From an optimization exercise on the open Yosys and OpenROAD flow, aimed at small area, a short achievable clock period and few clock cycles; shortcuts taken in it are not production practice. RTL that was checked went through simulation tests only; none was proved equivalent to the original. No functional check of the RTL was part of run 2. Power is estimated from default activity; no workload was simulated.

## flow/design.v (module list and top-level ports; edited modules follow where they fit)
// module frb_tot_hi: 700 lines
// module frb_tot_lo: 370 lines
// module frb_tot_code: 5 lines
// module frb_coder: 176 lines
module frb_coder (
    input  wire        clk,
    input  wire        rst,
    input  wire        cmd_valid,
    output wire        cmd_ready,
    input  wire        cmd_mode,       
    input  wire [12:0] cmd_nwords,     
    input  wire        in_valid,
    output wire        in_ready,
    input  wire [63:0] in_data,
    output wire        out_valid,
    input  wire        out_ready,
    output wire [63:0] out_data,
    output wire        out_last
);
  // ...
==> flow/run.sh <==
#!/bin/bash
# synth_recipe.tcl (not shown) runs the flow's synth.tcl, then flattens the netlist and writes it again
# the make line also repeats each setting of config.mk as NAME=value (left out here)
make -C /OpenROAD-flow-scripts/flow DESIGN_CONFIG=/design/flow/config.mk WORK_HOME=/design/flow/orfs CLKGATE_MAP_FILE= SYNTH_SCRIPT=/design/flow/synth_recipe.tcl finish
==> flow/config.mk <==
export PLATFORM = sky130hd
export DESIGN_NAME = frb_coder
export DESIGN_NICKNAME = frb_coder
export VERILOG_FILES = /design/flow/design.v
export SDC_FILE = /design/flow/constraint.sdc
export NUM_CORES = 4
export LEC_CHECK = 0
export CAP_MARGIN = 20
export CORE_MARGIN = 2
export CORE_UTILIZATION = 45
export SLEW_MARGIN = 20
export SYNTH_MEMORY_MAX_BITS = 65536
==> flow/constraint.sdc <==
create_clock -name core_clock -period 45.0 [get_ports {clk}]
set_input_delay 9.0000 -clock core_clock [delete_from_list [all_inputs] [get_ports {clk}]]
set_output_delay 9.0000 -clock core_clock [all_outputs]
set_load 0.01 [all_outputs]
==> reports/results.ini, run 1 <==
[status]
status = finished clean

[min_path]
hold_end = c_last$_DFFE_PN_
holdPathStages = 0

[layout]
n_all_buffers = 313
multi_input_area_share = 0.5646
n_all_inverters = 71
final_common_cell = nand2_1
area_growth_pct = 11.70
drive_gt1_frac = 0.09349

[setup_path]
reg2reg_to = o2_w[22]$_DFFE_PP_
critical-path-top-delay-family = compound AO/OA/AOI/OAI gates
cp_data_required_time_ps = 45430
worstSetupEndpointType = register

[pwr]
p_comb_mw = 1.58
p_leak_nw = 12.61
vdd_drop_max_mv = 0.05390
combPwrFrac = 0.682
power_frac_clock = 0.141
power_switching_mw = 1.333
pwr-share-seq = 0.177

[die]
core-area_um2 = 71490
ios = 151

[timing]
fin_setup_tns_ps = 0

[placement]
placed_cells = 4996
gp_congestion = 1.120

[clock_network]
clock-sinks = 354
htree_levels = 2

[synthesis]
synth_flop_cell = edfxtp_1

[routing]
drcViolationCount = 0

[global_routing]
antenna_found_initial = 19

Testbench counts, summed over its fixed seeds: cycles 62,280.
==> module frb_tot_lo, before the edit <==
module frb_tot_lo (input wire [15:0] tot, input wire [6:0] chi, output wire [9:0] code);
  wire [767:0] w670_tab = {
    12'd3812, 12'd1450, 12'd3865, 12'd2795, 12'd2270, 12'd2234, 12'd2633, 12'd3423,
    12'd466, 12'd1918, 12'd3649, 12'd1533, 12'd3737, 12'd2045, 12'd531, 12'd3274,
    12'd2063, 12'd980, 12'd11, 12'd3241, 12'd2466, 12'd1773, 12'd1153, 12'd599,
    12'd103, 12'd3756, 12'd3359, 12'd3005, 12'd2687, 12'd2404, 12'd2150, 12'd1923,
    12'd1720, 12'd1538, 12'd1376, 12'd1231, 12'd1101, 12'd985, 12'd881, 12'd788,
    12'd705, 12'd630, 12'd564, 12'd504, 12'd451, 12'd404, 12'd361, 12'd323,
    12'd289, 12'd259, 12'd231, 12'd207, 12'd185, 12'd166, 12'd148, 12'd132,
    12'd116, 12'd100, 12'd84, 12'd68, 12'd52, 12'd36, 12'd20, 12'd4};
  wire [11:0] w670 = w670_tab[{chi[6],chi[5],chi[4],chi[3],chi[2],chi[1]}*12 +: 12];
  wire w671 = tot[0] & ~w670[0];
  wire w672 = tot[0] | ~w670[0];
  wire w673 = tot[1] & ~w670[1];
  wire w674 = tot[1] | ~w670[1];
  wire w675 = tot[2] & ~w670[2];
  wire w676 = tot[2] | ~w670[2];
  wire w677 = tot[3] & ~w670[3];
  wire w678 = tot[3] | ~w670[3];
  wire w679 = tot[4] & ~w670[4];
  wire w680 = tot[4] | ~w670[4];
  wire w681 = tot[5] & ~w670[5];
  wire w682 = tot[5] | ~w670[5];
  wire w683 = tot[6] & ~w670[6];
  wire w684 = tot[6] | ~w670[6];
  wire w685 = tot[7] & ~w670[7];
  wire w686 = tot[7] | ~w670[7];
  wire w687 = tot[8] & ~w670[8];
  wire w688 = tot[8] | ~w670[8];
  wire w689 = tot[9] & ~w670[9];
  wire w690 = tot[9] | ~w670[9];
  wire w691 = tot[10] & ~w670[10];
  wire w692 = tot[10] | ~w670[10];
  wire w693 = w673 | (w674 & w671);
  wire w694 = w674 & w672;
  wire w695 = w679 | (w680 & w677);
  wire w696 = w680 & w678;
  wire w697 = w695 | (w696 & w675);
  wire w698 = w696 & w676;
  wire w699 = w697 | (w698 & w693);
  wire w700 = w698 & w694;
  wire w701 = w685 | (w686 & w683);
  wire w702 = w686 & w684;
  wire w703 = w701 | (w702 & w681);
  wire w704 = w702 & w682;
  wire w705 = w691 | (w692 & w689);
  wire w706 = w692 & w690;
  wire w707 = w705 | (w706 & w687);
  wire w708 = w706 & w688;
  wire w709 = w707 | (w708 & w703);
  wire w710 = w708 & w704;
  wire w711 = w709 | (w710 & w699);
  wire w712 = w710 & w700;
  wire w713 = w711 | w712;
  wire w714 = ~(tot[11] ^ w670[11] ^ ~w713);
  wire [767:0] w715_tab = {
    12'd3226, 12'd493, 12'd2577, 12'd1210, 12'd420, 12'd146, 12'd333, 12'd934,
    12'd1903, 12'd3203, 12'd702, 12'd2561, 12'd561, 12'd2867, 12'd1267, 12'd3931,
    12'd2651, 12'd1506, 12'd482, 12'd3662, 12'd2843, 12'd2110, 12'd1455, 12'd869,
    12'd344, 12'd3972, 12'd3552, 12'd3177, 12'd2842, 12'd2542, 12'd2274, 12'd2034,
    12'd1819, 12'd1627, 12'd1455, 12'd1301, 12'd1164, 12'd1041, 12'd931, 12'd833,
    12'd745, 12'd666, 12'd596, 12'd533, 12'd477, 12'd427, 12'd382, 12'd342,
    12'd306, 12'd274, 12'd245, 12'd219, 12'd196, 12'd175, 12'd157, 12'd140,
    12'd124, 12'd108, 12'd92, 12'd76, 12'd60, 12'd44, 12'd28, 12'd12};
  wire [11:0] w715 = w715_tab[{chi[6],chi[5],chi[4],chi[3],chi[2],chi[1]}*12 +: 12];
  wire w716 = tot[0] & ~w715[0];
  wire w717 = tot[0] | ~w715[0];
  wire w718 = tot[1] & ~w715[1];
  wire w719 = tot[1] | ~w715[1];
  wire w720 = tot[2] & ~w715[2];
  wire w721 = tot[2] | ~w715[2];
  wire w722 = tot[3] & ~w715[3];
  wire w723 = tot[3] | ~w715[3];
  wire w724 = tot[4] & ~w715[4];
  wire w725 = tot[4] | ~w715[4];
  wire w726 = tot[5] & ~w715[5];
  wire w727 = tot[5] | ~w715[5];
  wire w728 = tot[6] & ~w715[6];
  wire w729 = tot[6] | ~w715[6];
  wire w730 = tot[7] & ~w715[7];
  wire w731 = tot[7] | ~w715[7];
  wire w732 = tot[8] & ~w715[8];
  wire w733 = tot[8] | ~w715[8];
  wire w734 = tot[9] & ~w715[9];
  wire w735 = tot[9] | ~w715[9];
  wire w736 = tot[10] & ~w715[10];
  wire w737 = tot[10] | ~w715[10];
  wire w738 = w718 | (w719 & w716);
  wire w739 = w719 & w717;
  wire w740 = w724 | (w725 & w722);
  wire w741 = w725 & w723;
  wire w742 = w740 | (w741 & w720);
  wire w743 = w741 & w721;
  wire w744 = w742 | (w743 & w738);
  wire w745 = w743 & w739;
  wire w746 = w730 | (w731 & w728);
  wire w747 = w731 & w729;
  wire w748 = w746 | (w747 & w726);
  wire w749 = w747 & w727;
  wire w750 = w736 | (w737 & w734);
  wire w751 = w737 & w735;
  wire w752 = w750 | (w751 & w732);
  wire w753 = w751 & w733;
  wire w754 = w752 | (w753 & w748);
  wire w755 = w753 & w749;
  wire w756 = w754 | (w755 & w744);
  wire w757 = w755 & w745;
  wire w758 = w756 | w757;
  wire w759 = ~(tot[11] ^ w715[11] ^ ~w758);
  wire w760 = chi[0] ? w759 : w714;
  wire [1407:0] w761_tab = {
    11'd282, 11'd917, 11'd1740, 11'd692, 11'd1860, 11'd1139, 11'd569, 11'd140,
    11'd1895, 11'd1728, 11'd1681, 11'd1748, 11'd1923, 11'd151, 11'd524, 11'd987,
    11'd1537, 11'd120, 11'd827, 11'd1608, 11'd409, 11'd1323, 11'd251, 11'd1285,
    11'd326, 11'd1467, 11'd609, 11'd1846, 11'd1079, 11'd354, 11'd1715, 11'd1066,
    11'd453, 11'd1921, 11'd1372, 11'd853, 11'd362, 11'd1946, 11'd1507, 11'd1091,
    11'd699, 11'd327, 11'd2024, 11'd1692, 11'd1378, 11'd1081, 11'd800, 11'd534,
    11'd283, 11'd45, 11'd1868, 11'd1656, 11'd1455, 11'd1265, 11'd1085, 11'd915,
    11'd754, 11'd602, 11'd458, 11'd322, 11'd194, 11'd72, 11'd2005, 11'd1896,
    11'd1794, 11'd1696, 11'd1604, 11'd1517, 11'd1435, 11'd1357, 11'd1283, 11'd1214,
    11'd1148, 11'd1086, 11'd1027, 11'd971, 11'd918, 11'd869, 11'd822, 11'd777,
    11'd735, 11'd695, 11'd657, 11'd622, 11'd588, 11'd556, 11'd526, 11'd497,
    11'd470, 11'd445, 11'd421, 11'd398, 11'd376, 11'd356, 11'd337, 11'd319,
    11'd302, 11'd285, 11'd270, 11'd255, 11'd241, 11'd228, 11'd216, 11'd204,
    11'd193, 11'd183, 11'd173, 11'd163, 11'd154, 11'd146, 11'd138, 11'd130,
    11'd122, 11'd114, 11'd106, 11'd98, 11'd90, 11'd82, 11'd74, 11'd66,
    11'd58, 11'd50, 11'd42, 11'd34, 11'd26, 11'd18, 11'd10, 11'd2};
  wire [10:0] w761 = w761_tab[{chi[6],chi[5],chi[4],chi[3],chi[2],chi[1],chi[0]}*11 +: 11];
  wire w762 = tot[0] & ~w761[0];
  wire w763 = tot[0] | ~w761[0];
  wire w764 = tot[1] & ~w761[1];
  wire w765 = tot[1] | ~w761[1];
  wire w766 = tot[2] & ~w761[2];
  wire w767 = tot[2] | ~w761[2];
  wire w768 = tot[3] & ~w761[3];
  wire w769 = tot[3] | ~w761[3];
  wire w770 = tot[4] & ~w761[4];
  wire w771 = tot[4] | ~w761[4];
  wire w772 = tot[5] & ~w761[5];
  wire w773 = tot[5] | ~w761[5];
  wire w774 = tot[6] & ~w761[6];
  wire w775 = tot[6] | ~w761[6];
  wire w776 = tot[7] & ~w761[7];
  wire w777 = tot[7] | ~w761[7];
  wire w778 = tot[8] & ~w761[8];
  wire w779 = tot[8] | ~w761[8];
  wire w780 = tot[9] & ~w761[9];
  wire w781 = tot[9] | ~w761[9];
  wire w782 = w764 | (w765 & w762);
  wire w783 = w765 & w763;
  wire w784 = w770 | (w771 & w768);
  wire w785 = w771 & w769;
  wire w786 = w784 | (w785 & w766);
  wire w787 = w785 & w767;
  wire w788 = w786 | (w787 & w782);
  wire w789 = w787 & w783;
  wire w790 = w774 | (w775 & w772);
  wire w791 = w775 & w773;
  wire w792 = w780 | (w781 & w778);
  wire w793 = w781 & w779;
  wire w794 = w792 | (w793 & w776);
  wire w795 = w793 & w777;
  wire w796 = w794 | (w795 & w790);
  wire w797 = w795 & w791;
  wire w798 = w796 | (w797 & w788);
  wire w799 = w797 & w789;
  wire w800 = w798 | w799;
  wire w801 = ~(tot[10] ^ w761[10] ^ ~w800);
  wire [1407:0] w802_tab = {
    11'd1952, 11'd575, 11'd1305, 11'd170, 11'd1256, 11'd457, 11'd1860, 11'd1362,
    11'd1001, 11'd772, 11'd666, 11'd677, 11'd799, 11'd1025, 11'd1350, 11'd1769,
    11'd227, 11'd818, 11'd1488, 11'd184, 11'd1000, 11'd1882, 11'd780, 11'd1785,
    11'd799, 11'd1914, 11'd1032, 11'd198, 11'd1457, 11'd711, 11'd6, 11'd1386,
    11'd755, 11'd159, 11'd1642, 11'd1108, 11'd604, 11'd127, 11'd1723, 11'd1296,
    11'd892, 11'd510, 11'd149, 11'd1856, 11'd1533, 11'd1227, 11'd938, 11'd665,
    11'd407, 11'd163, 11'd1980, 11'd1761, 11'd1554, 11'd1359, 11'd1174, 11'd999,
    11'd834, 11'd677, 11'd530, 11'd389, 11'd257, 11'd132, 11'd14, 11'd1950,
    11'd1844, 11'd1744, 11'd1650, 11'd1560, 11'd1476, 11'd1396, 11'd1320, 11'd1248,
    11'd1181, 11'd1117, 11'd1056, 11'd998, 11'd944, 11'd893, 11'd845, 11'd799,
    11'd755, 11'd714, 11'd676, 11'd639, 11'd605, 11'd572, 11'd541, 11'd512,
    11'd484, 11'd457, 11'd433, 11'd409, 11'd387, 11'd366, 11'd346, 11'd328,
    11'd310, 11'd293, 11'd277, 11'd262, 11'd248, 11'd235, 11'd222, 11'd210,
    11'd198, 11'd188, 11'd178, 11'd168, 11'd159, 11'd150, 11'd142, 11'd134,
    11'd126, 11'd118, 11'd110, 11'd102, 11'd94, 11'd86, 11'd78, 11'd70,
    11'd62, 11'd54, 11'd46, 11'd38, 11'd30, 11'd22, 11'd14, 11'd6};
  wire [10:0] w802 = w802_tab[{chi[6],chi[5],chi[4],chi[3],chi[2],chi[1],chi[0]}*11 +: 11];
  wire w803 = tot[0] & ~w802[0];
  wire w804 = tot[0] | ~w802[0];
  wire w805 = tot[1] & ~w802[1];
  wire w806 = tot[1] | ~w802[1];
  wire w807 = tot[2] & ~w802[2];
  wire w808 = tot[2] | ~w802[2];
  wire w809 = tot[3] & ~w802[3];
  wire w810 = tot[3] | ~w802[3];
  wire w811 = tot[4] & ~w802[4];
  wire w812 = tot[4] | ~w802[4];
  wire w813 = tot[5] & ~w802[5];
  wire w814 = tot[5] | ~w802[5];
  wire w815 = tot[6] & ~w802[6];
  wire w816 = tot[6] | ~w802[6];
  wire w817 = tot[7] & ~w802[7];
  wire w818 = tot[7] | ~w802[7];
  wire w819 = tot[8] & ~w802[8];
  wire w820 = tot[8] | ~w802[8];
  wire w821 = tot[9] & ~w802[9];
  wire w822 = tot[9] | ~w802[9];
  wire w823 = w805 | (w806 & w803);
  wire w824 = w806 & w804;
  wire w825 = w811 | (w812 & w809);
  wire w826 = w812 & w810;
  wire w827 = w825 | (w826 & w807);
  wire w828 = w826 & w808;
  wire w829 = w827 | (w828 & w823);
  wire w830 = w828 & w824;
  wire w831 = w815 | (w816 & w813);
  wire w832 = w816 & w814;
  wire w833 = w821 | (w822 & w819);
  wire w834 = w822 & w820;
  wire w835 = w833 | (w834 & w817);
  wire w836 = w834 & w818;
  wire w837 = w835 | (w836 & w831);
  wire w838 = w836 & w832;
  wire w839 = w837 | (w838 & w829);
  wire w840 = w838 & w830;
  wire w841 = w839 | w840;
  wire w842 = ~(tot[10] ^ w802[10] ^ ~w841);
  wire w843 = w760 ? w842 : w801;
  wire [2559:0] w844_tab = {
    10'd607, 10'd863, 10'd144, 10'd498, 10'd898, 10'd319, 10'd809, 10'd317,
    10'd891, 10'd482, 10'd112, 10'd804, 10'd510, 10'd252, 10'd29, 10'd865,
    10'd710, 10'd587, 10'd496, 10'd436, 10'd405, 10'd404, 10'd431, 10'd484,
    10'd565, 10'd672, 10'd804, 10'd961, 10'd117, 10'd321, 10'd547, 10'd795,
    10'd41, 10'd331, 10'd642, 10'd972, 10'd297, 10'd665, 10'd26, 10'd430,
    10'd850, 10'd263, 10'd717, 10'd161, 10'd646, 10'd121, 10'd635, 10'd138,
    10'd679, 10'd210, 10'd777, 10'd333, 10'd925, 10'd505, 10'd97, 10'd724,
    10'd338, 10'd986, 10'd621, 10'd266, 10'd944, 10'd608, 10'd282, 10'd988,
    10'd679, 10'd379, 10'd87, 10'd827, 10'd550, 10'd281, 10'd20, 10'd790,
    10'd543, 10'd302, 10'd69, 10'd866, 10'd644, 10'd429, 10'd220, 10'd17,
    10'd843, 10'd651, 10'd464, 10'd282, 10'd106, 10'd958, 10'd790, 10'd628,
    10'd469, 10'd316, 10'd166, 10'd21, 10'd903, 10'd766, 10'd632, 10'd502,
    10'd375, 10'd253, 10'd133, 10'd16, 10'd928, 10'd817, 10'd710, 10'd606,
    10'd505, 10'd407, 10'd311, 10'd218, 10'd128, 10'd39, 10'd978, 10'd895,
    10'd814, 10'd735, 10'd658, 10'd584, 10'd512, 10'd441, 10'd372, 10'd306,
    10'd241, 10'd178, 10'd117, 10'd57, 10'd0, 10'd967, 10'd912, 10'd859,
    10'd807, 10'd757, 10'd708, 10'd661, 10'd614, 10'd569, 10'd525, 10'd483,
    10'd441, 10'd401, 10'd362, 10'd324, 10'd286, 10'd250, 10'd215, 10'd181,
    10'd148, 10'd116, 10'd85, 10'd54, 10'd24, 10'd1019, 10'd991, 10'd964,
    10'd938, 10'd912, 10'd887, 10'd863, 10'd839, 10'd816, 10'd793, 10'd772,
    10'd750, 10'd730, 10'd709, 10'd690, 10'd671, 10'd653, 10'd635, 10'd617,
    10'd601, 10'd584, 10'd568, 10'd552, 10'd537, 10'd522, 10'd508, 10'd494,
    10'd480, 10'd467, 10'd454, 10'd442, 10'd430, 10'd418, 10'd406, 10'd395,
    10'd384, 10'd374, 10'd364, 10'd354, 10'd344, 10'd335, 10'd325, 10'd317,
    10'd308, 10'd299, 10'd291, 10'd283, 10'd275, 10'd268, 10'd261, 10'd253,
    10'd246, 10'd240, 10'd233, 10'd227, 10'd220, 10'd214, 10'd208, 10'd203,
    10'd197, 10'd192, 10'd186, 10'd181, 10'd176, 10'd171, 10'd167, 10'd162,
    10'd158, 10'd153, 10'd149, 10'd145, 10'd141, 10'd137, 10'd133, 10'd129,
    10'd125, 10'd121, 10'd117, 10'd113, 10'd109, 10'd105, 10'd101, 10'd97,
    10'd93, 10'd89, 10'd85, 10'd81, 10'd77, 10'd73, 10'd69, 10'd65,
    10'd61, 10'd57, 10'd53, 10'd49, 10'd45, 10'd41, 10'd37, 10'd33,
    10'd29, 10'd25, 10'd21, 10'd17, 10'd13, 10'd9, 10'd5, 10'd1};
  wire [9:0] w844 = w844_tab[{chi[6],chi[5],chi[4],chi[3],chi[2],chi[1],chi[0],w760}*10 +: 10];
  wire w845 = tot[0] & ~w844[0];
  wire w846 = tot[0] | ~w844[0];
  wire w847 = tot[1] & ~w844[1];
  wire w848 = tot[1] | ~w844[1];
  wire w849 = tot[2] & ~w844[2];
  wire w850 = tot[2] | ~w844[2];
  wire w851 = tot[3] & ~w844[3];
  wire w852 = tot[3] | ~w844[3];
  wire w853 = tot[4] & ~w844[4];
  wire w854 = tot[4] | ~w844[4];
  wire w855 = tot[5] & ~w844[5];
  wire w856 = tot[5] | ~w844[5];
  wire w857 = tot[6] & ~w844[6];
  wire w858 = tot[6] | ~w844[6];
  wire w859 = tot[7] & ~w844[7];
  wire w860 = tot[7] | ~w844[7];
  wire w861 = tot[8] & ~w844[8];
  wire w862 = tot[8] | ~w844[8];
  wire w863 = w847 | (w848 & w845);
  wire w864 = w848 & w846;
  wire w865 = w851 | (w852 & w849);
  wire w866 = w852 & w850;
  wire w867 = w865 | (w866 & w863);
  wire w868 = w866 & w864;
  wire w869 = w855 | (w856 & w853);
  wire w870 = w856 & w854;
  wire w871 = w861 | (w862 & w859);
  wire w872 = w862 & w860;
  wire w873 = w871 | (w872 & w857);
  wire w874 = w872 & w858;
  wire w875 = w873 | (w874 & w869);
  wire w876 = w874 & w870;
  wire w877 = w875 | (w876 & w867);
  wire w878 = w876 & w868;
  wire w879 = w877 | w878;
  wire w880 = ~(tot[9] ^ w844[9] ^ ~w879);
  wire [2559:0] w881_tab = {
    10'd1023, 10'd729, 10'd1009, 10'd315, 10'd692, 10'd91, 10'd558, 10'd45,
    10'd599, 10'd169, 10'd804, 10'd453, 10'd140, 10'd888, 10'd648, 10'd443,
    10'd271, 10'd132, 10'd26, 10'd974, 10'd929, 10'd913, 10'd925, 10'd966,
    10'd10, 10'd103, 10'd223, 10'd367, 10'd536, 10'd728, 10'd943, 10'd157,
    10'd415, 10'd695, 10'd996, 10'd292, 10'd632, 10'd991, 10'd343, 10'd738,
    10'd126, 10'd555, 10'd1000, 10'd437, 10'd914, 10'd381, 10'd888, 10'd385,
    10'd919, 10'd443, 10'd1004, 10'd553, 10'd116, 10'd714, 10'd300, 10'd921,
    10'd529, 10'd149, 10'd802, 10'd442, 10'd92, 10'd775, 10'd444, 10'd122,
    10'd832, 10'd528, 10'd231, 10'd967, 10'd687, 10'd415, 10'd150, 10'd916,
    10'd666, 10'd422, 10'd185, 10'd978, 10'd754, 10'd536, 10'd324, 10'd118,
    10'd942, 10'd747, 10'd557, 10'd373, 10'd193, 10'd19, 10'd874, 10'd708,
    10'd548, 10'd392, 10'd240, 10'd93, 10'd974, 10'd834, 10'd698, 10'd567,
    10'd438, 10'd313, 10'd192, 10'd74, 10'd984, 10'd872, 10'd763, 10'd658,
    10'd555, 10'd455, 10'd359, 10'd264, 10'd172, 10'd83, 10'd1020, 10'd936,
    10'd854, 10'd774, 10'd696, 10'd621, 10'd548, 10'd476, 10'd406, 10'd339,
    10'd274, 10'd210, 10'd147, 10'd87, 10'd28, 10'd995, 10'd940, 10'd886,
    10'd833, 10'd782, 10'd733, 10'd684, 10'd637, 10'd591, 10'd547, 10'd504,
    10'd462, 10'd421, 10'd381, 10'd343, 10'd305, 10'd268, 10'd233, 10'd198,
    10'd165, 10'd132, 10'd100, 10'd69, 10'd39, 10'd10, 10'd1005, 10'd978,
    10'd951, 10'd925, 10'd900, 10'd875, 10'd851, 10'd827, 10'd805, 10'd782,
    10'd761, 10'd740, 10'd719, 10'd700, 10'd680, 10'd662, 10'd644, 10'd626,
    10'd609, 10'd592, 10'd576, 10'd560, 10'd545, 10'd530, 10'd515, 10'd501,
    10'd487, 10'd474, 10'd461, 10'd448, 10'd436, 10'd424, 10'd412, 10'd401,
    10'd390, 10'd379, 10'd369, 10'd359, 10'd349, 10'd339, 10'd330, 10'd321,
    10'd312, 10'd304, 10'd295, 10'd287, 10'd279, 10'd272, 10'd264, 10'd257,
    10'd250, 10'd243, 10'd236, 10'd230, 10'd223, 10'd217, 10'd211, 10'd206,
    10'd200, 10'd194, 10'd189, 10'd184, 10'd179, 10'd174, 10'd169, 10'd164,
    10'd160, 10'd155, 10'd151, 10'd147, 10'd143, 10'd139, 10'd135, 10'd131,
    10'd127, 10'd123, 10'd119, 10'd115, 10'd111, 10'd107, 10'd103, 10'd99,
    10'd95, 10'd91, 10'd87, 10'd83, 10'd79, 10'd75, 10'd71, 10'd67,
    10'd63, 10'd59, 10'd55, 10'd51, 10'd47, 10'd43, 10'd39, 10'd35,
    10'd31, 10'd27, 10'd23, 10'd19, 10'd15, 10'd11, 10'd7, 10'd3};
  wire [9:0] w881 = w881_tab[{chi[6],chi[5],chi[4],chi[3],chi[2],chi[1],chi[0],w760}*10 +: 10];
  wire w882 = tot[0] & ~w881[0];
  wire w883 = tot[0] | ~w881[0];
  wire w884 = tot[1] & ~w881[1];
  wire w885 = tot[1] | ~w881[1];
  wire w886 = tot[2] & ~w881[2];
  wire w887 = tot[2] | ~w881[2];
  wire w888 = tot[3] & ~w881[3];
  wire w889 = tot[3] | ~w881[3];
  wire w890 = tot[4] & ~w881[4];
  wire w891 = tot[4] | ~w881[4];
  wire w892 = tot[5] & ~w881[5];
  wire w893 = tot[5] | ~w881[5];
  wire w894 = tot[6] & ~w881[6];
  wire w895 = tot[6] | ~w881[6];
  wire w896 = tot[7] & ~w881[7];
  wire w897 = tot[7] | ~w881[7];
  wire w898 = tot[8] & ~w881[8];
  wire w899 = tot[8] | ~w881[8];
  wire w900 = w884 | (w885 & w882);
  wire w901 = w885 & w883;
  wire w902 = w888 | (w889 & w886);
  wire w903 = w889 & w887;
  wire w904 = w902 | (w903 & w900);
  wire w905 = w903 & w901;
  wire w906 = w892 | (w893 & w890);
  wire w907 = w893 & w891;
  wire w908 = w898 | (w899 & w896);
  wire w909 = w899 & w897;
  wire w910 = w908 | (w909 & w894);
  wire w911 = w909 & w895;
  wire w912 = w910 | (w911 & w906);
  wire w913 = w911 & w907;
  wire w914 = w912 | (w913 & w904);
  wire w915 = w913 & w905;
  wire w916 = w914 | w915;
  wire w917 = ~(tot[9] ^ w881[9] ^ ~w916);
  wire w918 = w843 ? w917 : w880;
  assign code = {chi[6],chi[5],chi[4],chi[3],chi[2],chi[1],chi[0],w760,w843,w918};
endmodule
==> run 2: changes to the inputs <==
--- a/flow/design.v
+++ b/flow/design.v
@@ -701,12 +701,20 @@
 module frb_tot_lo (input wire [15:0] tot, input wire [6:0] chi, output wire [9:0] code);
-  wire [767:0] w670_tab = {
-    12'd3812, 12'd1450, 12'd3865, 12'd2795, 12'd2270, 12'd2234, 12'd2633, 12'd3423,
-    12'd466, 12'd1918, 12'd3649, 12'd1533, 12'd3737, 12'd2045, 12'd531, 12'd3274,
-    12'd2063, 12'd980, 12'd11, 12'd3241, 12'd2466, 12'd1773, 12'd1153, 12'd599,
-    12'd103, 12'd3756, 12'd3359, 12'd3005, 12'd2687, 12'd2404, 12'd2150, 12'd1923,
-    12'd1720, 12'd1538, 12'd1376, 12'd1231, 12'd1101, 12'd985, 12'd881, 12'd788,
-    12'd705, 12'd630, 12'd564, 12'd504, 12'd451, 12'd404, 12'd361, 12'd323,
-    12'd289, 12'd259, 12'd231, 12'd207, 12'd185, 12'd166, 12'd148, 12'd132,
-    12'd116, 12'd100, 12'd84, 12'd68, 12'd52, 12'd36, 12'd20, 12'd4};
-  wire [11:0] w670 = w670_tab[{chi[6],chi[5],chi[4],chi[3],chi[2],chi[1]}*12 +: 12];
+  wire [1535:0] w670_tab = {
+    12'd3226, 12'd3812, 12'd493, 12'd1450, 12'd2577, 12'd3865, 12'd1210, 12'd2795,
+    12'd420, 12'd2270, 12'd146, 12'd2234, 12'd333, 12'd2633, 12'd934, 12'd3423,
+    12'd1903, 12'd466, 12'd3203, 12'd1918, 12'd702, 12'd3649, 12'd2561, 12'd1533,
+    12'd561, 12'd3737, 12'd2867, 12'd2045, 12'd1267, 12'd531, 12'd3931, 12'd3274,
+    12'd2651, 12'd2063, 12'd1506, 12'd980, 12'd482, 12'd11, 12'd3662, 12'd3241,
+    12'd2843, 12'd2466, 12'd2110, 12'd1773, 12'd1455, 12'd1153, 12'd869, 12'd599,
+    12'd344, 12'd103, 12'd3972, 12'd3756, 12'd3552, 12'd3359, 12'd3177, 12'd3005,
+    12'd2842, 12'd2687, 12'd2542, 12'd2404, 12'd2274, 12'd2150, 12'd2034, 12'd1923,
+    12'd1819, 12'd1720, 12'd1627, 12'd1538, 12'd1455, 12'd1376, 12'd1301, 12'd1231,
+    12'd1164, 12'd1101, 12'd1041, 12'd985, 12'd931, 12'd881, 12'd833, 12'd788,
+    12'd745, 12'd705, 12'd666, 12'd630, 12'd596, 12'd564, 12'd533, 12'd504,
+    12'd477, 12'd451, 12'd427, 12'd404, 12'd382, 12'd361, 12'd342, 12'd323,
+    12'd306, 12'd289, 12'd274, 12'd259, 12'd245, 12'd231, 12'd219, 12'd207,
+    12'd196, 12'd185, 12'd175, 12'd166, 12'd157, 12'd148, 12'd140, 12'd132,
+    12'd124, 12'd116, 12'd108, 12'd100, 12'd92, 12'd84, 12'd76, 12'd68,
+    12'd60, 12'd52, 12'd44, 12'd36, 12'd28, 12'd20, 12'd12, 12'd4};
+  wire [11:0] w670 = w670_tab[{chi[6],chi[5],chi[4],chi[3],chi[2],chi[1],chi[0]}*12 +: 12];
   wire w671 = tot[0] & ~w670[0];
@@ -755,12 +763,20 @@
   wire w714 = ~(tot[11] ^ w670[11] ^ ~w713);
-  wire [767:0] w715_tab = {
-    12'd3226, 12'd493, 12'd2577, 12'd1210, 12'd420, 12'd146, 12'd333, 12'd934,
-    12'd1903, 12'd3203, 12'd702, 12'd2561, 12'd561, 12'd2867, 12'd1267, 12'd3931,
-    12'd2651, 12'd1506, 12'd482, 12'd3662, 12'd2843, 12'd2110, 12'd1455, 12'd869,
-    12'd344, 12'd3972, 12'd3552, 12'd3177, 12'd2842, 12'd2542, 12'd2274, 12'd2034,
-    12'd1819, 12'd1627, 12'd1455, 12'd1301, 12'd1164, 12'd1041, 12'd931, 12'd833,
-    12'd745, 12'd666, 12'd596, 12'd533, 12'd477, 12'd427, 12'd382, 12'd342,
-    12'd306, 12'd274, 12'd245, 12'd219, 12'd196, 12'd175, 12'd157, 12'd140,
-    12'd124, 12'd108, 12'd92, 12'd76, 12'd60, 12'd44, 12'd28, 12'd12};
-  wire [11:0] w715 = w715_tab[{chi[6],chi[5],chi[4],chi[3],chi[2],chi[1]}*12 +: 12];
+  wire [1407:0] w715_tab = {
+    11'd282, 11'd917, 11'd1740, 11'd692, 11'd1860, 11'd1139, 11'd569, 11'd140,
+    11'd1895, 11'd1728, 11'd1681, 11'd1748, 11'd1923, 11'd151, 11'd524, 11'd987,
+    11'd1537, 11'd120, 11'd827, 11'd1608, 11'd409, 11'd1323, 11'd251, 11'd1285,
+    11'd326, 11'd1467, 11'd609, 11'd1846, 11'd1079, 11'd354, 11'd1715, 11'd1066,
+    11'd453, 11'd1921, 11'd1372, 11'd853, 11'd362, 11'd1946, 11'd1507, 11'd1091,
+    11'd699, 11'd327, 11'd2024, 11'd1692, 11'd1378, 11'd1081, 11'd800, 11'd534,
+    11'd283, 11'd45, 11'd1868, 11'd1656, 11'd1455, 11'd1265, 11'd1085, 11'd915,
+    11'd754, 11'd602, 11'd458, 11'd322, 11'd194, 11'd72, 11'd2005, 11'd1896,
+    11'd1794, 11'd1696, 11'd1604, 11'd1517, 11'd1435, 11'd1357, 11'd1283, 11'd1214,
+    11'd1148, 11'd1086, 11'd1027, 11'd971, 11'd918, 11'd869, 11'd822, 11'd777,
+    11'd735, 11'd695, 11'd657, 11'd622, 11'd588, 11'd556, 11'd526, 11'd497,
+    11'd470, 11'd445, 11'd421, 11'd398, 11'd376, 11'd356, 11'd337, 11'd319,
+    11'd302, 11'd285, 11'd270, 11'd255, 11'd241, 11'd228, 11'd216, 11'd204,
+    11'd193, 11'd183, 11'd173, 11'd163, 11'd154, 11'd146, 11'd138, 11'd130,
+    11'd122, 11'd114, 11'd106, 11'd98, 11'd90, 11'd82, 11'd74, 11'd66,
+    11'd58, 11'd50, 11'd42, 11'd34, 11'd26, 11'd18, 11'd10, 11'd2};
+  wire [10:0] w715 = w715_tab[{chi[6],chi[5],chi[4],chi[3],chi[2],chi[1],chi[0]}*11 +: 11];
   wire w716 = tot[0] & ~w715[0];
@@ -785,86 +801,23 @@
   wire w735 = tot[9] | ~w715[9];
-  wire w736 = tot[10] & ~w715[10];
-  wire w737 = tot[10] | ~w715[10];
-  wire w738 = w718 | (w719 & w716);
-  wire w739 = w719 & w717;
-  wire w740 = w724 | (w725 & w722);
-  wire w741 = w725 & w723;
-  wire w742 = w740 | (w741 & w720);
-  wire w743 = w741 & w721;
-  wire w744 = w742 | (w743 & w738);
-  wire w745 = w743 & w739;
-  wire w746 = w730 | (w731 & w728);
-  wire w747 = w731 & w729;
-  wire w748 = w746 | (w747 & w726);
-  wire w749 = w747 & w727;
-  wire w750 = w736 | (w737 & w734);
-  wire w751 = w737 & w735;
-  wire w752 = w750 | (w751 & w732);
-  wire w753 = w751 & w733;
-  wire w754 = w752 | (w753 & w748);
-  wire w755 = w753 & w749;
-  wire w756 = w754 | (w755 & w744);
-  wire w757 = w755 & w745;
-  wire w758 = w756 | w757;
-  wire w759 = ~(tot[11] ^ w715[11] ^ ~w758);
-  wire w760 = chi[0] ? w759 : w714;
-  wire [1407:0] w761_tab = {
-    11'd282, 11'd917, 11'd1740, 11'd692, 11'd1860, 11'd1139, 11'd569, 11'd140,
-    11'd1895, 11'd1728, 11'd1681, 11'd1748, 11'd1923, 11'd151, 11'd524, 11'd987,
-    11'd1537, 11'd120, 11'd827, 11'd1608, 11'd409, 11'd1323, 11'd251, 11'd1285,
-    11'd326, 11'd1467, 11'd609, 11'd1846, 11'd1079, 11'd354, 11'd1715, 11'd1066,
-    11'd453, 11'd1921, 11'd1372, 11'd853, 11'd362, 11'd1946, 11'd1507, 11'd1091,
-    11'd699, 11'd327, 11'd2024, 11'd1692, 11'd1378, 11'd1081, 11'd800, 11'd534,
-    11'd283, 11'd45, 11'd1868, 11'd1656, 11'd1455, 11'd1265, 11'd1085, 11'd915,
-    11'd754, 11'd602, 11'd458, 11'd322, 11'd194, 11'd72, 11'd2005, 11'd1896,
-    11'd1794, 11'd1696, 11'd1604, 11'd1517, 11'd1435, 11'd1357, 11'd1283, 11'd1214,
-    11'd1148, 11'd1086, 11'd1027, 11'd971, 11'd918, 11'd869, 11'd822, 11'd777,
-    11'd735, 11'd695, 11'd657, 11'd622, 11'd588, 11'd556, 11'd526, 11'd497,
-    11'd470, 11'd445, 11'd421, 11'd398, 11'd376, 11'd356, 11'd337, 11'd319,
-    11'd302, 11'd285, 11'd270, 11'd255, 11'd241, 11'd228, 11'd216, 11'd204,
-    11'd193, 11'd183, 11'd173, 11'd163, 11'd154, 11'd146, 11'd138, 11'd130,
-    11'd122, 11'd114, 11'd106, 11'd98, 11'd90, 11'd82, 11'd74, 11'd66,
-    11'd58, 11'd50, 11'd42, 11'd34, 11'd26, 11'd18, 11'd10, 11'd2};
-  wire [10:0] w761 = w761_tab[{chi[6],chi[5],chi[4],chi[3],chi[2],chi[1],chi[0]}*11 +: 11];
-  wire w762 = tot[0] & ~w761[0];
-  wire w763 = tot[0] | ~w761[0];
-  wire w764 = tot[1] & ~w761[1];
-  wire w765 = tot[1] | ~w761[1];
-  wire w766 = tot[2] & ~w761[2];
-  wire w767 = tot[2] | ~w761[2];
-  wire w768 = tot[3] & ~w761[3];
-  wire w769 = tot[3] | ~w761[3];
-  wire w770 = tot[4] & ~w761[4];
-  wire w771 = tot[4] | ~w761[4];
-  wire w772 = tot[5] & ~w761[5];
-  wire w773 = tot[5] | ~w761[5];
-  wire w774 = tot[6] & ~w761[6];
-  wire w775 = tot[6] | ~w761[6];
-  wire w776 = tot[7] & ~w761[7];
-  wire w777 = tot[7] | ~w761[7];
-  wire w778 = tot[8] & ~w761[8];
-  wire w779 = tot[8] | ~w761[8];
-  wire w780 = tot[9] & ~w761[9];
-  wire w781 = tot[9] | ~w761[9];
-  wire w782 = w764 | (w765 & w762);
-  wire w783 = w765 & w763;
-  wire w784 = w770 | (w771 & w768);
-  wire w785 = w771 & w769;
-  wire w786 = w784 | (w785 & w766);
-  wire w787 = w785 & w767;
-  wire w788 = w786 | (w787 & w782);
-  wire w789 = w787 & w783;
-  wire w790 = w774 | (w775 & w772);
-  wire w791 = w775 & w773;
-  wire w792 = w780 | (w781 & w778);
-  wire w793 = w781 & w779;
-  wire w794 = w792 | (w793 & w776);
-  wire w795 = w793 & w777;
-  wire w796 = w794 | (w795 & w790);
-  wire w797 = w795 & w791;
-  wire w798 = w796 | (w797 & w788);
-  wire w799 = w797 & w789;
-  wire w800 = w798 | w799;
-  wire w801 = ~(tot[10] ^ w761[10] ^ ~w800);
-  wire [1407:0] w802_tab = {
+  wire w736 = w718 | (w719 & w716);
+  wire w737 = w719 & w717;
+  wire w738 = w724 | (w725 & w722);
+  wire w739 = w725 & w723;
+  wire w740 = w738 | (w739 & w720);
+  wire w741 = w739 & w721;
+  wire w742 = w740 | (w741 & w736);
+  wire w743 = w741 & w737;
+  wire w744 = w728 | (w729 & w726);
+  wire w745 = w729 & w727;
+  wire w746 = w734 | (w735 & w732);
+  wire w747 = w735 & w733;
+  wire w748 = w746 | (w747 & w730);
+  wire w749 = w747 & w731;
+  wire w750 = w748 | (w749 & w744);
+  wire w751 = w749 & w745;
+  wire w752 = w750 | (w751 & w742);
+  wire w753 = w751 & w743;
+  wire w754 = w752 | w753;
+  wire w755 = ~(tot[10] ^ w715[10] ^ ~w754);
+  wire [1407:0] w756_tab = {
     11'd1952, 11'd575, 11'd1305, 11'd170, 11'd1256, 11'd457, 11'd1860, 11'd1362,
@@ -885,45 +838,45 @@
     11'd62, 11'd54, 11'd46, 11'd38, 11'd30, 11'd22, 11'd14, 11'd6};
-  wire [10:0] w802 = w802_tab[{chi[6],chi[5],chi[4],chi[3],chi[2],chi[1],chi[0]}*11 +: 11];
-  wire w803 = tot[0] & ~w802[0];
-  wire w804 = tot[0] | ~w802[0];
-  wire w805 = tot[1] & ~w802[1];
-  wire w806 = tot[1] | ~w802[1];
-  wire w807 = tot[2] & ~w802[2];
-  wire w808 = tot[2] | ~w802[2];
-  wire w809 = tot[3] & ~w802[3];
-  wire w810 = tot[3] | ~w802[3];
-  wire w811 = tot[4] & ~w802[4];
-  wire w812 = tot[4] | ~w802[4];
-  wire w813 = tot[5] & ~w802[5];
-  wire w814 = tot[5] | ~w802[5];
-  wire w815 = tot[6] & ~w802[6];
-  wire w816 = tot[6] | ~w802[6];
-  wire w817 = tot[7] & ~w802[7];
-  wire w818 = tot[7] | ~w802[7];
-  wire w819 = tot[8] & ~w802[8];
-  wire w820 = tot[8] | ~w802[8];
-  wire w821 = tot[9] & ~w802[9];
-  wire w822 = tot[9] | ~w802[9];
-  wire w823 = w805 | (w806 & w803);
-  wire w824 = w806 & w804;
-  wire w825 = w811 | (w812 & w809);
-  wire w826 = w812 & w810;
-  wire w827 = w825 | (w826 & w807);
-  wire w828 = w826 & w808;
-  wire w829 = w827 | (w828 & w823);
-  wire w830 = w828 & w824;
-  wire w831 = w815 | (w816 & w813);
-  wire w832 = w816 & w814;
-  wire w833 = w821 | (w822 & w819);
-  wire w834 = w822 & w820;
-  wire w835 = w833 | (w834 & w817);
-  wire w836 = w834 & w818;
-  wire w837 = w835 | (w836 & w831);
-  wire w838 = w836 & w832;
-  wire w839 = w837 | (w838 & w829);
-  wire w840 = w838 & w830;
-  wire w841 = w839 | w840;
-  wire w842 = ~(tot[10] ^ w802[10] ^ ~w841);
-  wire w843 = w760 ? w842 : w801;
-  wire [2559:0] w844_tab = {
+  wire [10:0] w756 = w756_tab[{chi[6],chi[5],chi[4],chi[3],chi[2],chi[1],chi[0]}*11 +: 11];
+  wire w757 = tot[0] & ~w756[0];
+  wire w758 = tot[0] | ~w756[0];
+  wire w759 = tot[1] & ~w756[1];
+  wire w760 = tot[1] | ~w756[1];
+  wire w761 = tot[2] & ~w756[2];
+  wire w762 = tot[2] | ~w756[2];
+  wire w763 = tot[3] & ~w756[3];
+  wire w764 = tot[3] | ~w756[3];
+  wire w765 = tot[4] & ~w756[4];
+  wire w766 = tot[4] | ~w756[4];
+  wire w767 = tot[5] & ~w756[5];
+  wire w768 = tot[5] | ~w756[5];
+  wire w769 = tot[6] & ~w756[6];
+  wire w770 = tot[6] | ~w756[6];
+  wire w771 = tot[7] & ~w756[7];
+  wire w772 = tot[7] | ~w756[7];
+  wire w773 = tot[8] & ~w756[8];
+  wire w774 = tot[8] | ~w756[8];
+  wire w775 = tot[9] & ~w756[9];
+  wire w776 = tot[9] | ~w756[9];
+  wire w777 = w759 | (w760 & w757);
+  wire w778 = w760 & w758;
+  wire w779 = w765 | (w766 & w763);
+  wire w780 = w766 & w764;
+  wire w781 = w779 | (w780 & w761);
+  wire w782 = w780 & w762;
+  wire w783 = w781 | (w782 & w777);
+  wire w784 = w782 & w778;
+  wire w785 = w769 | (w770 & w767);
+  wire w786 = w770 & w768;
+  wire w787 = w775 | (w776 & w773);
+  wire w788 = w776 & w774;
+  wire w789 = w787 | (w788 & w771);
+  wire w790 = w788 & w772;
+  wire w791 = w789 | (w790 & w785);
+  wire w792 = w790 & w786;
+  wire w793 = w791 | (w792 & w783);
+  wire w794 = w792 & w784;
+  wire w795 = w793 | w794;
+  wire w796 = ~(tot[10] ^ w756[10] ^ ~w795);
+  wire w797 = w714 ? w796 : w755;
+  wire [2559:0] w798_tab = {
     10'd607, 10'd863, 10'd144, 10'd498, 10'd898, 10'd319, 10'd809, 10'd317,
@@ -960,40 +913,40 @@
     10'd29, 10'd25, 10'd21, 10'd17, 10'd13, 10'd9, 10'd5, 10'd1};
-  wire [9:0] w844 = w844_tab[{chi[6],chi[5],chi[4],chi[3],chi[2],chi[1],chi[0],w760}*10 +: 10];
-  wire w845 = tot[0] & ~w844[0];
-  wire w846 = tot[0] | ~w844[0];
-  wire w847 = tot[1] & ~w844[1];
-  wire w848 = tot[1] | ~w844[1];
-  wire w849 = tot[2] & ~w844[2];
-  wire w850 = tot[2] | ~w844[2];
-  wire w851 = tot[3] & ~w844[3];
-  wire w852 = tot[3] | ~w844[3];
-  wire w853 = tot[4] & ~w844[4];
-  wire w854 = tot[4] | ~w844[4];
-  wire w855 = tot[5] & ~w844[5];
-  wire w856 = tot[5] | ~w844[5];
-  wire w857 = tot[6] & ~w844[6];
-  wire w858 = tot[6] | ~w844[6];
-  wire w859 = tot[7] & ~w844[7];
-  wire w860 = tot[7] | ~w844[7];
-  wire w861 = tot[8] & ~w844[8];
-  wire w862 = tot[8] | ~w844[8];
-  wire w863 = w847 | (w848 & w845);
-  wire w864 = w848 & w846;
-  wire w865 = w851 | (w852 & w849);
-  wire w866 = w852 & w850;
-  wire w867 = w865 | (w866 & w863);
-  wire w868 = w866 & w864;
-  wire w869 = w855 | (w856 & w853);
-  wire w870 = w856 & w854;
-  wire w871 = w861 | (w862 & w859);
-  wire w872 = w862 & w860;
-  wire w873 = w871 | (w872 & w857);
-  wire w874 = w872 & w858;
-  wire w875 = w873 | (w874 & w869);
-  wire w876 = w874 & w870;
-  wire w877 = w875 | (w876 & w867);
-  wire w878 = w876 & w868;
-  wire w879 = w877 | w878;
-  wire w880 = ~(tot[9] ^ w844[9] ^ ~w879);
-  wire [2559:0] w881_tab = {
+  wire [9:0] w798 = w798_tab[{chi[6],chi[5],chi[4],chi[3],chi[2],chi[1],chi[0],w714}*10 +: 10];
+  wire w799 = tot[0] & ~w798[0];
+  wire w800 = tot[0] | ~w798[0];
+  wire w801 = tot[1] & ~w798[1];
+  wire w802 = tot[1] | ~w798[1];
+  wire w803 = tot[2] & ~w798[2];
+  wire w804 = tot[2] | ~w798[2];
+  wire w805 = tot[3] & ~w798[3];
+  wire w806 = tot[3] | ~w798[3];
+  wire w807 = tot[4] & ~w798[4];
+  wire w808 = tot[4] | ~w798[4];
+  wire w809 = tot[5] & ~w798[5];
+  wire w810 = tot[5] | ~w798[5];
+  wire w811 = tot[6] & ~w798[6];
+  wire w812 = tot[6] | ~w798[6];
+  wire w813 = tot[7] & ~w798[7];
+  wire w814 = tot[7] | ~w798[7];
+  wire w815 = tot[8] & ~w798[8];
+  wire w816 = tot[8] | ~w798[8];
+  wire w817 = w801 | (w802 & w799);
+  wire w818 = w802 & w800;
+  wire w819 = w805 | (w806 & w803);
+  wire w820 = w806 & w804;
+  wire w821 = w819 | (w820 & w817);
+  wire w822 = w820 & w818;
+  wire w823 = w809 | (w810 & w807);
+  wire w824 = w810 & w808;
+  wire w825 = w815 | (w816 & w813);
+  wire w826 = w816 & w814;
+  wire w827 = w825 | (w826 & w811);
+  wire w828 = w826 & w812;
+  wire w829 = w827 | (w828 & w823);
+  wire w830 = w828 & w824;
+  wire w831 = w829 | (w830 & w821);
+  wire w832 = w830 & w822;
+  wire w833 = w831 | w832;
+  wire w834 = ~(tot[9] ^ w798[9] ^ ~w833);
+  wire [2559:0] w835_tab = {
     10'd1023, 10'd729, 10'd1009, 10'd315, 10'd692, 10'd91, 10'd558, 10'd45,
@@ -1030,41 +983,41 @@
     10'd31, 10'd27, 10'd23, 10'd19, 10'd15, 10'd11, 10'd7, 10'd3};
-  wire [9:0] w881 = w881_tab[{chi[6],chi[5],chi[4],chi[3],chi[2],chi[1],chi[0],w760}*10 +: 10];
-  wire w882 = tot[0] & ~w881[0];
-  wire w883 = tot[0] | ~w881[0];
-  wire w884 = tot[1] & ~w881[1];
-  wire w885 = tot[1] | ~w881[1];
-  wire w886 = tot[2] & ~w881[2];
-  wire w887 = tot[2] | ~w881[2];
-  wire w888 = tot[3] & ~w881[3];
-  wire w889 = tot[3] | ~w881[3];
-  wire w890 = tot[4] & ~w881[4];
-  wire w891 = tot[4] | ~w881[4];
-  wire w892 = tot[5] & ~w881[5];
-  wire w893 = tot[5] | ~w881[5];
-  wire w894 = tot[6] & ~w881[6];
-  wire w895 = tot[6] | ~w881[6];
-  wire w896 = tot[7] & ~w881[7];
-  wire w897 = tot[7] | ~w881[7];
-  wire w898 = tot[8] & ~w881[8];
-  wire w899 = tot[8] | ~w881[8];
-  wire w900 = w884 | (w885 & w882);
-  wire w901 = w885 & w883;
-  wire w902 = w888 | (w889 & w886);
-  wire w903 = w889 & w887;
-  wire w904 = w902 | (w903 & w900);
-  wire w905 = w903 & w901;
-  wire w906 = w892 | (w893 & w890);
-  wire w907 = w893 & w891;
-  wire w908 = w898 | (w899 & w896);
-  wire w909 = w899 & w897;
-  wire w910 = w908 | (w909 & w894);
-  wire w911 = w909 & w895;
-  wire w912 = w910 | (w911 & w906);
-  wire w913 = w911 & w907;
-  wire w914 = w912 | (w913 & w904);
-  wire w915 = w913 & w905;
-  wire w916 = w914 | w915;
-  wire w917 = ~(tot[9] ^ w881[9] ^ ~w916);
-  wire w918 = w843 ? w917 : w880;
-  assign code = {chi[6],chi[5],chi[4],chi[3],chi[2],chi[1],chi[0],w760,w843,w918};
+  wire [9:0] w835 = w835_tab[{chi[6],chi[5],chi[4],chi[3],chi[2],chi[1],chi[0],w714}*10 +: 10];
+  wire w836 = tot[0] & ~w835[0];
+  wire w837 = tot[0] | ~w835[0];
+  wire w838 = tot[1] & ~w835[1];
+  wire w839 = tot[1] | ~w835[1];
+  wire w840 = tot[2] & ~w835[2];
+  wire w841 = tot[2] | ~w835[2];
+  wire w842 = tot[3] & ~w835[3];
+  wire w843 = tot[3] | ~w835[3];
+  wire w844 = tot[4] & ~w835[4];
+  wire w845 = tot[4] | ~w835[4];
+  wire w846 = tot[5] & ~w835[5];
+  wire w847 = tot[5] | ~w835[5];
+  wire w848 = tot[6] & ~w835[6];
+  wire w849 = tot[6] | ~w835[6];
+  wire w850 = tot[7] & ~w835[7];
+  wire w851 = tot[7] | ~w835[7];
+  wire w852 = tot[8] & ~w835[8];
+  wire w853 = tot[8] | ~w835[8];
+  wire w854 = w838 | (w839 & w836);
+  wire w855 = w839 & w837;
+  wire w856 = w842 | (w843 & w840);
+  wire w857 = w843 & w841;
+  wire w858 = w856 | (w857 & w854);
+  wire w859 = w857 & w855;
+  wire w860 = w846 | (w847 & w844);
+  wire w861 = w847 & w845;
+  wire w862 = w852 | (w853 & w850);
+  wire w863 = w853 & w851;
+  wire w864 = w862 | (w863 & w848);
+  wire w865 = w863 & w849;
+  wire w866 = w864 | (w865 & w860);
+  wire w867 = w865 & w861;
+  wire w868 = w866 | (w867 & w858);
+  wire w869 = w867 & w859;
+  wire w870 = w868 | w869;
+  wire w871 = ~(tot[9] ^ w835[9] ^ ~w870);
+  wire w872 = w797 ? w871 : w834;
+  assign code = {chi[6],chi[5],chi[4],chi[3],chi[2],chi[1],chi[0],w714,w797,w872};
 endmodule
==> flow/flow/run.sh (new file) <==
#!/bin/bash
# Layout flow: the standard synthesis, then its combinational logic mapped
# again by ABC with a stronger script (flip-flops, their names and cells kept),
# then the standard layout from floorplan to finish.
set -euo pipefail
W=$(pwd)
R=$W/orfs/results/$FLOW_PLATFORM/frb_coder/base
YOSYS=$FLOW_HOME/../tools/install/yosys/bin/yosys
LIB=$FLOW_HOME/platforms/$FLOW_PLATFORM/lib/sky130_fd_sc_hd__tt_025C_1v80.lib

bash standard.sh synth > $W/std_synth.log 2>&1
cp $R/1_2_yosys.v $W/std_1_2_yosys.v
if IN=$W/std_1_2_yosys.v OUT=$W/resyn.v LIB=$LIB SCRIPT=$W/flow/resyn.abc \
   $YOSYS -c $W/flow/resyn.tcl > $W/resyn.log 2>&1; then
  cp $W/resyn.v $R/1_2_yosys.v
  rm -f $R/1_synth.odb $R/1_synth.sdc
else
  echo "resynthesis failed, keeping the standard netlist" >> $W/resyn.log
fi
bash standard.sh BUFFER_PORTS_ARGS="-buffer_cell sky130_fd_sc_hd__buf_2" SETUP_SLACK_MARGIN=34.8 finish > $W/std_finish.log 2>&1
==> flow/flow/resyn.abc (new file) <==
strash
dc2
balance
rewrite
refactor
balance
rewrite
rewrite -z
balance
refactor -z
rewrite -z
balance
dc2
dch -f
map -D 6000
topo
buffer -c -N 12
upsize -c -D 6000
dnsize -c -D 6000
==> flow/flow/resyn.tcl (new file) <==
# Maps the combinational logic of the standard synthesis's netlist again with
# ABC (flip-flop and tie cell instances kept as they are).
# Environment: IN (netlist), OUT, LIB (liberty), SCRIPT (ABC script).
set lib $::env(LIB)
set dont_use {}
set fh [open $lib r]
foreach line [split [read $fh] "\n"] {
  if {[regexp {^\s*cell\s*\(\s*"?([A-Za-z0-9_]+)"?\s*\)} $line -> name]} {
    if {[string match *lpflow* $name] || [string match *probe* $name]} {
      lappend dont_use -dont_use $name
    }
  }
}
close $fh
yosys read_liberty -ignore_miss_func $lib
yosys read_verilog -defer $::env(IN)
yosys hierarchy -top frb_coder
yosys setattr -mod -set keep_hierarchy 1 sky130_fd_sc_hd__df* sky130_fd_sc_hd__edf* sky130_fd_sc_hd__sdf* sky130_fd_sc_hd__conb_1
yosys flatten
yosys opt_clean -purge frb_coder
yosys abc -liberty $lib {*}$dont_use -script $::env(SCRIPT) frb_coder
yosys opt_clean -purge frb_coder
yosys insbuf -buf sky130_fd_sc_hd__buf_4 A X
yosys check
yosys tee -o $::env(OUT).stat stat -liberty $lib
yosys blackbox sky130_fd_sc_hd__*
yosys write_verilog -noattr -nohex -nodec $::env(OUT)
==> flow/standard.sh (new file) <==
#!/bin/bash
# synth_recipe.tcl (not shown) runs the flow's synth.tcl, then flattens the netlist and writes it again
# the make line also repeats each setting of config.mk as NAME=value (left out here)
make -C /OpenROAD-flow-scripts/flow DESIGN_CONFIG=/design/flow/config.mk WORK_HOME=/design/flow/orfs CLKGATE_MAP_FILE= SYNTH_SCRIPT=/design/flow/synth_recipe.tcl "${@:-finish}"
--- a/flow/config.mk
+++ b/flow/config.mk
@@ -7,6 +7,7 @@
 export LEC_CHECK = 0
-export CAP_MARGIN = 20
+export CAP_MARGIN = 10
 export CORE_MARGIN = 2
-export CORE_UTILIZATION = 45
-export SLEW_MARGIN = 20
+export CORE_UTILIZATION = 60
+export GPL_TIMING_DRIVEN = 0
+export SLEW_MARGIN = 10
 export SYNTH_MEMORY_MAX_BITS = 65536
removed: flow/run.sh
==> run 2 against run 1 <==
Against the previous run:
- the flow now stops in 5_1_grt
- area after synthesis shrank 18%
- synthesized cell count decreased by 9.5%
==> reports/results.ini, run 2 <==
[synthesis]
synth.avg_cell_area_um2 = 7.126  ; was 7.847 µm²
syn_area_um2 = 26670  ; was 32,470 µm²
synthesis.nets = 3826  ; was 4,277
yosysWarnings = 1  ; unchanged
netlist_instances = 3743  ; was 4,138

[status]
status = did not finish  ; was finished clean
error = [ERROR GRT-0116] Global routing finished with congestion. Check the congestion regions in the DRC Viewer.
stop_stage = 5_1_grt

[placement]
placed_cells = 4503  ; was 4,996
io_buffers = 150  ; unchanged
gp_congestion = 1.685  ; was 1.120
place.detailed.hpwl_mm = 95.01  ; was 121.9 mm

[clock_network]
cts_buffer_depth = 3  ; unchanged
cts_root_buf = clkbuf_16  ; unchanged
postCtsHoldBufs = 0  ; unchanged
htree_levels = 2  ; unchanged
cts_made_buffers = 37  ; was 40

[die]
start_util = 0.6058  ; was 0.4542
rows = 77  ; was 98
chipWidth_um = 214.8  ; was 272.6 µm
die_h_um = 214.8  ; was 272.6 µm
ios = 151  ; unchanged

[global_routing]
grt_pass1_wl_mm = 263.6
grt_start_max_net_pins = 68
grt_pass1_vias = 37198
gr-total-overflow = 420
grtUsageTotal = 0.7795

## run 2: what timing repair did
action                                 4_1_cts
setup endpoints to repair                   23
buffers inserted                             6
gates resized for setup                      7
endpoints found under the hold margin        0
gates cloned                                 0
pin swaps                                    0
## run 2: worst max path at each step
stage               depth (start not counted)  slack (ps)                     to
global placement                           40       33210      o_w[22]$_DFFE_PP_
detailed placement                         40       34190      o_w[22]$_DFFE_PP_
CTS                                        41       34820      o_w[22]$_DFFE_PP_
floorplan                                   8       34820  acnt[12]$_SDFFE_PP0P_
## run 2: power groups by stage
stage                     Combinational, mW  Sequential, mW  Clock (mW)
after floorplan                       0.521           0.415           0
after global placement                0.853           0.429           0
after detailed placement              0.861           0.421           0
after CTS                             0.879           0.408       0.299
## run 2: metal layers
layer / track usage / GRT overflow
met1: 0.8326 / 80
met2: 0.8904 / 128
met3: 0.6923 / 99
met4: 0.6067 / 97
met5: 0.5292 / 16
## run 2: per-stage QoR
stage | util | instance area (µm²) | setup WS [ps] | hold WS [ps]
after floorplan | - | 26680 | 34820 | 400.3
after global placement | 0.6398 | 28170 | 33210 | 402.9
after detailed placement | 0.6486 | 28550 | 34190 | 410.7
after CTS | 0.6769 | 29800 | 34820 | 424.7

what the ideal ports hide:
The results above use ideal ports. As a check the final layout listed here was re-extracted and re-timed, cells and wires unchanged.
Step 1 assumes that a clkbuf_16 drives the clock port and a buf_2 every other input.
Step 2 moves the port delays by t, midway between the first and last clock arrival at a register: inputs arrive t later, outputs are due t later. That takes back most of the time a late clock gives input paths.
Three values: no drivers, after step 1, after step 2; two values: the first two.
run: run 1
t (ns): 0.647
setup WS [ns]: 34.309 / 34.309 / 34.074
worst hold slack (ns): 0.424 / 0.424 / 0.424
worst data-port slew with drivers (ns): 0.06
After both steps setup and hold are still met in run 1. The setup slack of run 1 moves by 0.000 ns with the drivers and by -0.235 ns with both steps.
